From an optimization exercise on the open Yosys and OpenROAD flow, aimed at small area, a short achievable clock period and few clock cycles; shortcuts taken in it are not production practice.
RTL that was checked went through simulation tests only; none was proved equivalent to the original.

==> inputs of run M <==
==> flow/design.v <==
module hive_div (
    input  wire        clk,
    input  wire        rst,
    input  wire        in_valid,
    output wire        in_ready,
    input  wire [1:0]  in_op,
    input  wire [31:0] in_a,
    input  wire [31:0] in_b,
    output reg         out_valid,
    output wire [31:0] out_result
);
    reg        rdy;                  
    reg        p1, p2, it, fx;
    reg        sgn, is_mod, sa, sb;  
    reg        nsb, ee;              
    reg [31:0] R;                    
    reg [31:0] Q;                    
    reg [32:0] D;                    
    reg [4:0]  cnt;
    reg        last, one, dsh;       
    reg        fxw;                  
    reg        cin, frc_x, xinv;     
    assign in_ready   = rdy;
    assign out_result = Q;
    function [5:0] msb;
        input [31:0] x;
        reg [15:0] v1; reg [15:0] p1_;
        reg [7:0]  v2; reg [15:0] p2_;
        reg [3:0]  v3; reg [11:0] p3_;
        reg [1:0]  v4; reg [7:0]  p4_;
        integer i;
        begin
            for (i = 0; i < 16; i = i + 1) begin
                v1[i]  = x[2*i+1] | x[2*i];
                p1_[i] = x[2*i+1];
            end
            for (i = 0; i < 8; i = i + 1) begin
                v2[i]        = v1[2*i+1] | v1[2*i];
                p2_[2*i+:2]  = v1[2*i+1] ? {1'b1, p1_[2*i+1]} : {1'b0, p1_[2*i]};
            end
            for (i = 0; i < 4; i = i + 1) begin
                v3[i]        = v2[2*i+1] | v2[2*i];
                p3_[3*i+:3]  = v2[2*i+1] ? {1'b1, p2_[4*i+2+:2]} : {1'b0, p2_[4*i+:2]};
            end
            for (i = 0; i < 2; i = i + 1) begin
                v4[i]        = v3[2*i+1] | v3[2*i];
                p4_[4*i+:4]  = v3[2*i+1] ? {1'b1, p3_[6*i+3+:3]} : {1'b0, p3_[6*i+:3]};
            end
            msb = {v4[1] | v4[0], v4[1] ? {1'b1, p4_[7:4]} : {1'b0, p4_[3:0]}};
        end
    endfunction
    wire        e      = sa && sb;
    wire        sdiff  = sa ^ sb;
    wire [31:0] ax     = ee ? {~R[30:0], 1'b1} : R;
    wire [5:0]  ma     = msb(ax);
    wire [5:0]  mb     = msb(~D[31:0]);
    wire [5:0]  nd     = {1'b0, ma[4:0]} - {1'b0, mb[4:0]};    
    wire        a_zero = (R == 32'd0) && !sa;
    wire        d_ones = (D[31:0] == 32'hFFFF_FFFF);          
    wire        b_zero = d_ones && !sb;
    wire        ovf    = d_ones && sb && (R == 32'h8000_0000);
    wire        spec   = b_zero || ovf;
    wire        zr     = spec || a_zero;
    wire        skip   = nd[5] || !ma[5] || zr;
    wire        addb   = sdiff && !zr;   
    wire [31:0] spec_q = is_mod ? 32'd0 :
                         ovf ? 32'h7FFF_FFFF :
                         !sgn ? 32'hFFFF_FFFF :
                         sa ? 32'h8000_0000 : 32'h7FFF_FFFF;
    wire        fill   = nsb;
    wire [32:0] s0     = D;
    wire [32:0] s1     = cnt[0] ? {s0[31:0], fill}        : s0;
    wire [32:0] s2     = cnt[1] ? {s1[30:0], {2{fill}}}   : s1;
    wire [32:0] s3     = cnt[2] ? {s2[28:0], {4{fill}}}   : s2;
    wire [32:0] s4     = cnt[3] ? {s3[24:0], {8{fill}}}   : s3;
    wire [32:0] Dsh    = cnt[4] ? {s4[16:0], {16{fill}}}  : s4;
    wire [32:0] Y      = D | {33{frc_x}};
    wire [34:0] sum_c  = {2'b00, R, 1'b1} + {1'b0, Y, cin};    
    wire        fits   = sum_c[34];
    wire [31:0] X      = sum_c[32:1] ^ {32{xinv}};
    always @(posedge clk) begin
        if (rst) begin
            rdy       <= 1'b1;
            p1        <= 1'b0;
            p2        <= 1'b0;
            it        <= 1'b0;
            fx        <= 1'b0;
            out_valid <= 1'b0;
        end else begin
            out_valid <= fx;
            if (rdy) begin
                fx  <= 1'b0;
                if (in_valid) begin
                    rdy <= 1'b0;
                    p1  <= 1'b1;
                end
            end
            if (p1) begin
                p1 <= 1'b0;
                if (skip) begin
                    fx  <= 1'b1;
                    rdy <= 1'b1;
                end else begin
                    p2  <= 1'b1;
                end
            end
            if (p2) begin
                p2 <= 1'b0;
                it <= 1'b1;
            end
            if ((p2 && last || it && one) && !is_mod) begin
                fx  <= 1'b1;
                rdy <= 1'b1;
            end
            if (it && last) begin
                it  <= 1'b0;
                if (is_mod) begin
                    fx  <= 1'b1;
                    rdy <= 1'b1;
                end
            end
        end
        if (p2 || (it && fits))
            R <= X;
        if (rdy) begin
            R       <= in_a ^ {32{!in_op[0] && in_a[31] && !in_b[31]}};
            D       <= {1'b1, in_b ^ {32{!(!in_op[0] && in_b[31])}}};
            sgn     <= !in_op[0];
            is_mod  <= in_op[1];
            sa      <= !in_op[0] && in_a[31];
            sb      <= !in_op[0] && in_b[31];
            nsb     <= !(!in_op[0] && in_b[31]);
            ee      <= !in_op[0] && in_a[31] && in_b[31];
        end
        if (p2)
            D <= Dsh;
        if (dsh)
            D <= {D[32], D[32:1]};
        if (p1)
            Q <= spec ? spec_q : {32{addb}};
        if (it)
            Q <= {Q[30:0], fits ^ sdiff};
        if (fx && fxw)
            Q <= X;
        if (p1) begin
            cnt   <= nd[4:0];
            last  <= (nd[4:0] == 5'd0);
            one   <= (nd[4:0] == 5'd1);
            fxw   <= is_mod && !spec;
            frc_x <= !skip || !addb;
            cin   <= skip ? (!addb || sa) : !sb;
            xinv  <= skip ? (addb && sa) : e;
        end
        dsh <= !rst && (p2 ? !last : (it && !last && !one));
        if (p2) begin
            frc_x <= 1'b0;
            xinv  <= 1'b0;
        end
        if (it) begin
            if (!last) begin
                cnt  <= cnt - 5'd1;
                last <= one;
                one  <= (cnt == 5'd2);
            end
            else begin
                frc_x <= is_mod && (sa == sb);
                cin   <= !e;
                xinv  <= sa;
            end
        end
    end
endmodule
==> flow/flow/run.sh <==
#!/bin/bash
# The standard layout, with timing repair aimed at a shorter period than the
# clock's: repair_timing treats any path with less than 7 ns of slack at the
# 10 ns clock as failing. Constraints and clock are the design's own.
set -euo pipefail
bash standard.sh finish SETUP_SLACK_MARGIN=7 > flow_make.log 2>&1
==> flow/standard.sh <==
#!/bin/bash
# synth_recipe.tcl (not shown) runs the flow's synth.tcl, then flattens the netlist and writes it again
# the make line also repeats each setting of config.mk as NAME=value (left out here)
make -C /OpenROAD-flow-scripts/flow DESIGN_CONFIG=/design/flow/config.mk WORK_HOME=/design/flow/orfs CLKGATE_MAP_FILE= SYNTH_SCRIPT=/design/flow/synth_recipe.tcl "${@:-finish}"
==> flow/config.mk <==
export PLATFORM = sky130hd
export DESIGN_NAME = hive_div
export DESIGN_NICKNAME = hive_div
export VERILOG_FILES = /design/flow/design.v
export SDC_FILE = /design/flow/constraint.sdc
export NUM_CORES = 4
export LEC_CHECK = 0
export ABC_AREA = 1
export CAP_MARGIN = 20
export CORE_MARGIN = 2
export CORE_UTILIZATION = 40
export PLACE_DENSITY = 0.5
export SLEW_MARGIN = 20
==> flow/constraint.sdc <==
create_clock -name core_clock -period 10.0 [get_ports {clk}]
set_input_delay 2.0000 -clock core_clock [delete_from_list [all_inputs] [get_ports {clk}]]
set_output_delay 2.0000 -clock core_clock [all_outputs]
set_load 0.01 [all_outputs]
==> run H: changes against run M <==
--- a/flow/design.v
+++ b/flow/design.v
@@ -11,5 +11,5 @@
 );
     reg        rdy;                  
-    reg        p1, p2, it, fx;
+    reg        p1, it, fx;
     reg        sgn, is_mod, sa, sb;  
     reg        nsb, ee;              
@@ -68,11 +68,12 @@
                          !sgn ? 32'hFFFF_FFFF :
                          sa ? 32'h8000_0000 : 32'h7FFF_FFFF;
+    wire [4:0]  sh     = nd[4:0] & {5{!nd[5]}};
     wire        fill   = nsb;
     wire [32:0] s0     = D;
-    wire [32:0] s1     = cnt[0] ? {s0[31:0], fill}        : s0;
-    wire [32:0] s2     = cnt[1] ? {s1[30:0], {2{fill}}}   : s1;
-    wire [32:0] s3     = cnt[2] ? {s2[28:0], {4{fill}}}   : s2;
-    wire [32:0] s4     = cnt[3] ? {s3[24:0], {8{fill}}}   : s3;
-    wire [32:0] Dsh    = cnt[4] ? {s4[16:0], {16{fill}}}  : s4;
+    wire [32:0] s1     = sh[0] ? {s0[31:0], fill}        : s0;
+    wire [32:0] s2     = sh[1] ? {s1[30:0], {2{fill}}}   : s1;
+    wire [32:0] s3     = sh[2] ? {s2[28:0], {4{fill}}}   : s2;
+    wire [32:0] s4     = sh[3] ? {s3[24:0], {8{fill}}}   : s3;
+    wire [32:0] Dsh    = sh[4] ? {s4[16:0], {16{fill}}}  : s4;
     wire [32:0] Y      = D | {33{frc_x}};
     wire [34:0] sum_c  = {2'b00, R, 1'b1} + {1'b0, Y, cin};    
@@ -83,5 +84,4 @@
             rdy       <= 1'b1;
             p1        <= 1'b0;
-            p2        <= 1'b0;
             it        <= 1'b0;
             fx        <= 1'b0;
@@ -102,12 +102,8 @@
                     rdy <= 1'b1;
                 end else begin
-                    p2  <= 1'b1;
+                    it  <= 1'b1;
                 end
             end
-            if (p2) begin
-                p2 <= 1'b0;
-                it <= 1'b1;
-            end
-            if ((p2 && last || it && one) && !is_mod) begin
+            if ((p1 && !skip && sh == 5'd0 || it && one) && !is_mod) begin
                 fx  <= 1'b1;
                 rdy <= 1'b1;
@@ -121,5 +117,5 @@
             end
         end
-        if (p2 || (it && fits))
+        if (p1 || (it && fits))
             R <= X;
         if (rdy) begin
@@ -133,5 +129,5 @@
             ee      <= !in_op[0] && in_a[31] && in_b[31];
         end
-        if (p2)
+        if (p1)
             D <= Dsh;
         if (dsh)
@@ -144,17 +140,13 @@
             Q <= X;
         if (p1) begin
-            cnt   <= nd[4:0];
-            last  <= (nd[4:0] == 5'd0);
-            one   <= (nd[4:0] == 5'd1);
-            fxw   <= is_mod && !spec;
-            frc_x <= !skip || !addb;
-            cin   <= skip ? (!addb || sa) : !sb;
-            xinv  <= skip ? (addb && sa) : e;
+            cnt   <= sh;
+            last  <= (sh == 5'd0);
+            one   <= (sh == 5'd1);
+            fxw   <= is_mod && !zr;
+            frc_x <= skip && !addb;
+            cin   <= skip ? !e : !sb;
+            xinv  <= skip && sa;
         end
-        dsh <= !rst && (p2 ? !last : (it && !last && !one));
-        if (p2) begin
-            frc_x <= 1'b0;
-            xinv  <= 1'b0;
-        end
+        dsh <= !rst && (p1 ? (!skip && sh != 5'd0) : (it && !last && !one));
         if (it) begin
             if (!last) begin
@@ -169,4 +161,9 @@
             end
         end
+        if (rdy) begin
+            frc_x <= 1'b1;
+            cin   <= !(!in_op[0] && in_b[31]);
+            xinv  <= !in_op[0] && in_a[31] && in_b[31];
+        end
     end
 endmodule
- PLACE_DENSITY: 0.5 -> 0.6
==> run R: changes against run M <==
--- a/flow/design.v
+++ b/flow/design.v
@@ -19,5 +19,5 @@
     reg [4:0]  cnt;
     reg        last, one, dsh;       
-    reg        fxw;                  
+    reg        inv_f, frc_f, cfx_f, xfx_f, fxw, dv_f;
     reg        cin, frc_x, xinv;     
     assign in_ready   = rdy;
@@ -109,5 +109,5 @@
                 it <= 1'b1;
             end
-            if ((p2 && last || it && one) && !is_mod) begin
+            if ((p2 && last || it && one) && dv_f) begin
                 fx  <= 1'b1;
                 rdy <= 1'b1;
@@ -115,5 +115,5 @@
             if (it && last) begin
                 it  <= 1'b0;
-                if (is_mod) begin
+                if (!dv_f) begin
                     fx  <= 1'b1;
                     rdy <= 1'b1;
@@ -140,5 +140,5 @@
             Q <= spec ? spec_q : {32{addb}};
         if (it)
-            Q <= {Q[30:0], fits ^ sdiff};
+            Q <= {Q[30:0], fits ^ inv_f};
         if (fx && fxw)
             Q <= X;
@@ -147,5 +147,10 @@
             last  <= (nd[4:0] == 5'd0);
             one   <= (nd[4:0] == 5'd1);
+            inv_f <= sdiff;
+            frc_f <= is_mod && (sa == sb);
+            cfx_f <= !(sa && sb);
+            xfx_f <= sa;
             fxw   <= is_mod && !spec;
+            dv_f  <= !is_mod;
             frc_x <= !skip || !addb;
             cin   <= skip ? (!addb || sa) : !sb;
@@ -164,7 +169,7 @@
             end
             else begin
-                frc_x <= is_mod && (sa == sb);
-                cin   <= !e;
-                xinv  <= sa;
+                frc_x <= frc_f;
+                cin   <= cfx_f;
+                xinv  <= xfx_f;
             end
         end
- CORE_UTILIZATION: 40 -> 55
- PLACE_DENSITY: 0.5 -> 0.7
==> impl_metrics.env <==
export IMPL_run_status="no timing/DRC/antenna violations"
export IMPL_worst_setup_path_end_kind="flip-flop"
export IMPL_regToRegStartpoint="ee$_DFFE_PP_"
export IMPL_final_critical_path_setup_slack_ns=6.93
export IMPL_slew_headroom=0.287
export IMPL_critical_path_cell_count=16
export IMPL_multi_input_area_share=0.542
export IMPL_worst_endpoint_arrival_ns=3.44
export IMPL_grt_pass1_vias=11738
export IMPL_synthTopCellsByArea="edfxtp_1 (27%), nand2_1 (17%), o21ai_0 (7.4%)"
export IMPL_finish_net_count=1967
# the run above: run R

==> impl_metrics.env <==
export IMPL_slew_headroom=0.293
export IMPL_synthTopCellsByArea="edfxtp_1 (27%), nand2_1 (18%), o21ai_0 (8.2%)"
export IMPL_run_status="no timing/DRC/antenna violations"
export IMPL_setup_tns_ns=0
export IMPL_final_critical_path_setup_slack_ns=6.98
export IMPL_finish_net_count=1963
export IMPL_tightestPinTransition_ns=1.06
export IMPL_synth_seq_cells=121
export IMPL_area_growth_pct=22.9
export IMPL_layout_drive_gt1_share=0.146
export IMPL_multi_input_area_share=0.536
export IMPL_regToRegStartpoint="ee$_DFFE_PP_"
export IMPL_critical_path_cell_count=1
# the run above: run M

==> impl_metrics.env <==
export IMPL_run_status="no timing/DRC/antenna violations"
export IMPL_post_synth_inst_count=1863
export IMPL_critical_path_cell_count=19
export IMPL_final_critical_path_setup_slack_ns=6.13
export IMPL_post_dp_hpwl_um=36200
export IMPL_synthTopCellsByArea="edfxtp_1 (26%), nand2_1 (17%), nand3_1 (12%)"
export IMPL_finish_net_count=2181
export IMPL_worst_endpoint_arrival_ns=4.14
export IMPL_worst_setup_path_end_kind="flip-flop"
export IMPL_regToRegStartpoint="D[21]$_DFFE_PP_"
export IMPL_multi_input_area_share=0.546
export IMPL_groute_layer_met1_usage=0.491
export IMPL_max_clock_skew_ns=0.0190
export IMPL_slew_headroom=0.268
export IMPL_critPathMostFrequentCell="nand3_1"
export IMPL_grt_pass1_vias=13505
# the run above: run H

Testbench counts of run M, summed over its fixed seeds: cycles 70,102.
Testbench counts of run R, summed over its fixed seeds: cycles 70,102.
Function not checked in run H: the RTL went through the layout flow alone.

-- separate check: timing with driven ports --
The flow's constraints put no driver on any port. The routed layouts listed below were extracted and timed again, unchanged, in two steps.
Step 1 sets driving cells, clkbuf_16 on the clock port and buf_2 on the other inputs (assumed; they add their load-dependent delay and slew).
Step 2, shift: input delay + t, output delay - t, t = (earliest + latest rising clock arrival at the registers) / 2. This alone moves slack from input paths to output paths.
a / b / c = no drivers / after step 1 / after step 2; a / b = the first two.
run	shift t [ns]	setup WS [ns]	clock arrival spread, ns	pins driven straight from the clock port
run M	0.485	6.980 / 6.932 / 6.582	0.015 / 0.015	1
run H	0.481	6.131 / 6.131 / 6.090	0.019 / 0.019	1
run R	0.481	6.926 / 6.926 / 6.582	0.014 / 0.013	1
After both steps every run listed still meets setup and hold. The setup slack of run M, which loses most, moves by -0.048 ns with the drivers and by -0.398 ns with both steps.
